Source: an optimization exercise on an open RTL-to-GDS flow (aim: small area, a short achievable clock period and few clock cycles per item). Production flows keep margins and buffers that such runs may drop.
At most, simulation tests tie the RTL to the original design; equivalence was not proved.

## raven
==> flow/design.v (excerpt) <==
module cvu (
    input  wire        clk,
    input  wire        rst,
    input  wire        in_valid,
    output wire        in_ready,
    input  wire        in_first,
    input  wire        in_last,
    input  wire [3:0]  in_bytes,
    input  wire [63:0] in_data,
    input  wire [2:0]  cfg_preset,
    input  wire        cfg_chain,
    input  wire [6:0]  cfg_width,
    input  wire [63:0] cfg_poly,
    input  wire [63:0] cfg_init,
    input  wire [63:0] cfg_xorout,
    input  wire        cfg_refin,
    input  wire        cfg_refout,
    output reg         out_valid,
    output reg  [63:0] out_crc,
    output reg  [63:0] out_reg
);
Size in the first run: roughly 630 flip-flops, about 410 I/O pins, about 0.091 mm2 of cells after synthesis.
clock: 44.0 ns
lec_check: 0
cap_margin: 20
core_margin: 2
core_utilization: 40
place_density: 0.5
slew_margin: 50
run.sh (not shown) runs the stock make flow with config.mk's settings and CLKGATE_MAP_FILE= SYNTH_SCRIPT=/design/flow/synth_recipe.tcl, a recipe that flattens the netlist after the stock synthesis.
Testbench counts of raven, summed over its fixed seeds: cycles 16,701, bytes 125,702.
The inputs of indigo differ from those of raven as listed below.
--- a/flow/design.v
+++ b/flow/design.v
@@ -14,25 +14,25 @@
     input  wire [63:0] cfg_init,
     input  wire [63:0] cfg_xorout,
     input  wire        cfg_refin,
     input  wire        cfg_refout,
     output reg         out_valid,
     output reg  [63:0] out_crc,
     output reg  [63:0] out_reg
 );
     integer i1, j1, t1, j2, i3, i4, i7, i8, i9;
     reg acc1;
     reg        ready_r;      
     reg        s1, s2;       
-    reg        valid_r, last_r, expf_r, pend;
+    reg        valid_r, first_r, last_r, expf_r, pend;
     reg  [7:0] jsel;         
     reg  [7:0] jsel_keep;    
     reg [63:0] d_r;          
     assign in_ready = ready_r;
     wire accept  = in_valid & ready_r;
     wire expl_in = (cfg_preset == 3'd0) | (cfg_preset == 3'd7);
     wire run     = ~(s1 | s2);
     wire go      = valid_r & run;
     reg  [7:0] jsel_in;
     always @* begin
         jsel_in = 8'd1;
         if (in_last)
@@ -54,30 +54,31 @@
     reg  [5:0] k_r;           
     reg [63:0] poly_r, init_r, xor_r, mu_r;
     reg [63:0] A;             
     wire [7:0] isel_in;
     assign isel_in[0] = ~in_first;                                         
     assign isel_in[1] = in_first & (expl_in | cfg_chain & ((cfg_preset == 3'd2) | (cfg_preset == 3'd3)));
     assign isel_in[2] = in_first & cfg_chain & ((cfg_preset == 3'd1) | (cfg_preset == 3'd4));
     assign isel_in[3] = in_first & cfg_chain & (cfg_preset == 3'd5);
     assign isel_in[4] = in_first & cfg_chain & (cfg_preset == 3'd6);
     assign isel_in[5] = in_first & ~cfg_chain & ((cfg_preset == 3'd1) | (cfg_preset == 3'd4));
     assign isel_in[6] = in_first & ~cfg_chain & (cfg_preset == 3'd3);
     assign isel_in[7] = in_first & ~cfg_chain & (cfg_preset == 3'd5);
-    wire refin_in = expl_in ? cfg_refin :
-                    (cfg_preset == 3'd1) | (cfg_preset == 3'd3) | (cfg_preset == 3'd4);
-    reg  [63:0] D;
+    wire refin_in = in_first ? (expl_in ? cfg_refin :
+                                (cfg_preset == 3'd1) | (cfg_preset == 3'd3) | (cfg_preset == 3'd4))
+                             : refin_r;
+    reg  [63:0] d_in;
     always @* begin
         for (i4 = 0; i4 < 64; i4 = i4 + 1)
-            D[i4] = refin_r ? d_r[63-i4] : d_r[8*(7 - i4/8) + (i4%8)];
+            d_in[i4] = refin_in ? in_data[63-i4] : in_data[8*(7 - i4/8) + (i4%8)];
     end
     reg [63:0] p_eff, mu_eff, xor_eff;
     reg  [5:0] k_eff;
     reg        refout_eff;
     always @* begin
         p_eff  = expl ? poly_r : 64'd0;
         mu_eff = expl ? mu_r : 64'd0;
         if (pre[1]) begin p_eff = p_eff | 64'h1edc6f4100000000; mu_eff = mu_eff | 64'h1f91caf6386f2c24; end
         if (pre23)  begin p_eff = p_eff | 64'h42f0e1eba9ea3693; mu_eff = mu_eff | 64'h578d29d06cc4f872; end
         if (pre[4]) begin p_eff = p_eff | 64'h04c11db700000000; mu_eff = mu_eff | 64'h04d101df481b4e5a; end
         if (pre[5]) begin p_eff = p_eff | 64'h1021000000000000; mu_eff = mu_eff | 64'h11303471a041b342; end
         if (pre[6]) begin p_eff = p_eff | 64'h0700000000000000; mu_eff = mu_eff | 64'h07156a166329dd12; end
@@ -114,25 +115,25 @@
     always @* begin
         for (i3 = 0; i3 < 64; i3 = i3 + 1)
             wmask[i3] = ({1'b0, k_r} + i3[6:0] < 7'd64);
     end
     wire [63:0] A_cur = ({64{isel[0]}} & A)
                       | ({64{isel[1]}} & init_r)
                       | ({64{isel[2]}} & {init_r[31:0], 32'd0})
                       | ({64{isel[3]}} & {init_r[15:0], 48'd0})
                       | ({64{isel[4]}} & {init_r[7:0], 56'd0})
                       | ({64{isel[5]}} & 64'hffffffff00000000)
                       | ({64{isel[6]}} & {64{1'b1}})
                       | ({64{isel[7]}} & 64'hffff000000000000);
-    wire [63:0] X     = A_cur ^ D;
+    wire [63:0] X     = A_cur ^ d_r;
     reg  [63:0] S, Xup;
     always @* begin
         S = 64'd0; Xup = 64'd0;
         for (i7 = 0; i7 < 8; i7 = i7 + 1)
             if (jsel[i7]) begin
                 S   = S   | (X >> (8 * i7));
                 Xup = Xup | (A_cur << (64 - 8 * i7));
             end
     end
     wire [63:0] Hq, R;
     wire h_0 = S[63] & mu_eff[63];
     wire h_1 = S[63] & mu_eff[62];
@@ -6702,25 +6703,26 @@
         end else begin
             s1      <= accept & in_first & expl_in;
             s2      <= s1;
             ready_r <= ~(accept & in_first & expl_in) & ~s1;
             if (run)
                 valid_r <= in_valid;
             if (accept)
                 expf_r <= in_last;
             pend    <= go & last_r;
         end
         out_valid <= ~rst & pend;
         if (run) begin
-            d_r     <= in_data;
+            d_r     <= d_in;
+            first_r <= in_first;
             isel    <= isel_in;
             last_r  <= in_last;
         end
         if (run)
             jsel <= jsel_in;
         else if (s1)
             jsel <= 8'd1;
         else
             jsel <= jsel_keep;
         if (s1)
             jsel_keep <= jsel;
         if (run & expf_r) begin
@@ -6734,25 +6736,25 @@
             pre23    <= (cfg_preset == 3'd2) | (cfg_preset == 3'd3);
             k_r      <= 6'd0 - cfg_width[5:0];
             refin_r  <= refin_in;
             refout_r <= cfg_refout;
             poly_r   <= cfg_poly;
             init_r   <= cfg_init;
             xor_r    <= cfg_xorout;
         end else if (s1) begin
             poly_r <= U;
             p0_r   <= sh_out[0];
             xor_r  <= xor_r & wmask;
             mu_r   <= 64'd0;
-            init_r <= V_sq ^ D;
+            init_r <= V_sq ^ d_r;
         end else if (s2) begin
             poly_r <= pal_back;
             init_r <= sh_out;
             mu_r   <= mu_new;
         end
         if (s1)
             A <= init_r;
         else if (go)
             A <= Fin;
         res_k      <= k_eff;
         res_refout <= refout_eff;
         res_xor    <= xor_eff;
[summary]
Non-clock buffer count in the final layout shrinks by a few percent when moving from raven to indigo. The number of cells produced by synthesis of raven and that of indigo are within noise of each other. Changes observed in indigo relative to raven: antenna cell count moved up, register-to-register slack moved up. Diff raven -> indigo: horizontal extent of the die comparable; buffering stage count on the worst path with inverters included now smaller.
No functional check of the RTL was part of indigo.

afterwards: timing with drivers on the ports:
In the flow no input, the clock included, has a driving cell. The finished layouts below were timed again as built, in two steps.
Step 1, drivers: a clkbuf_16 drives clk and a buf_2 each remaining input, both assumed.
Step 2 also shifts input and output timing later by t, the mid clock arrival at the registers, as if the neighbouring blocks saw the same clock.
Three values: ideal, step 1, step 2; two values: the first two.
| run | t, ns | slack for setup (ns) | worst hold slack (ns) | clock arrival spread, ns | cell pins on the clock port's net |
|---|---|---|---|---|---|
| raven | 0.773 | 33.353 / 33.353 / 33.353 | 0.429 / 0.429 / 0.429 | 0.061 / 0.060 | 1 |
| indigo | 0.790 | 33.309 / 33.291 / 32.501 | 0.419 / 0.419 / 0.419 | 0.043 / 0.043 | 1 |
After both steps every run listed still meets setup and hold. For indigo, which loses most, drivers alone change the setup slack by -0.018 ns; drivers and shift together by -0.808 ns.
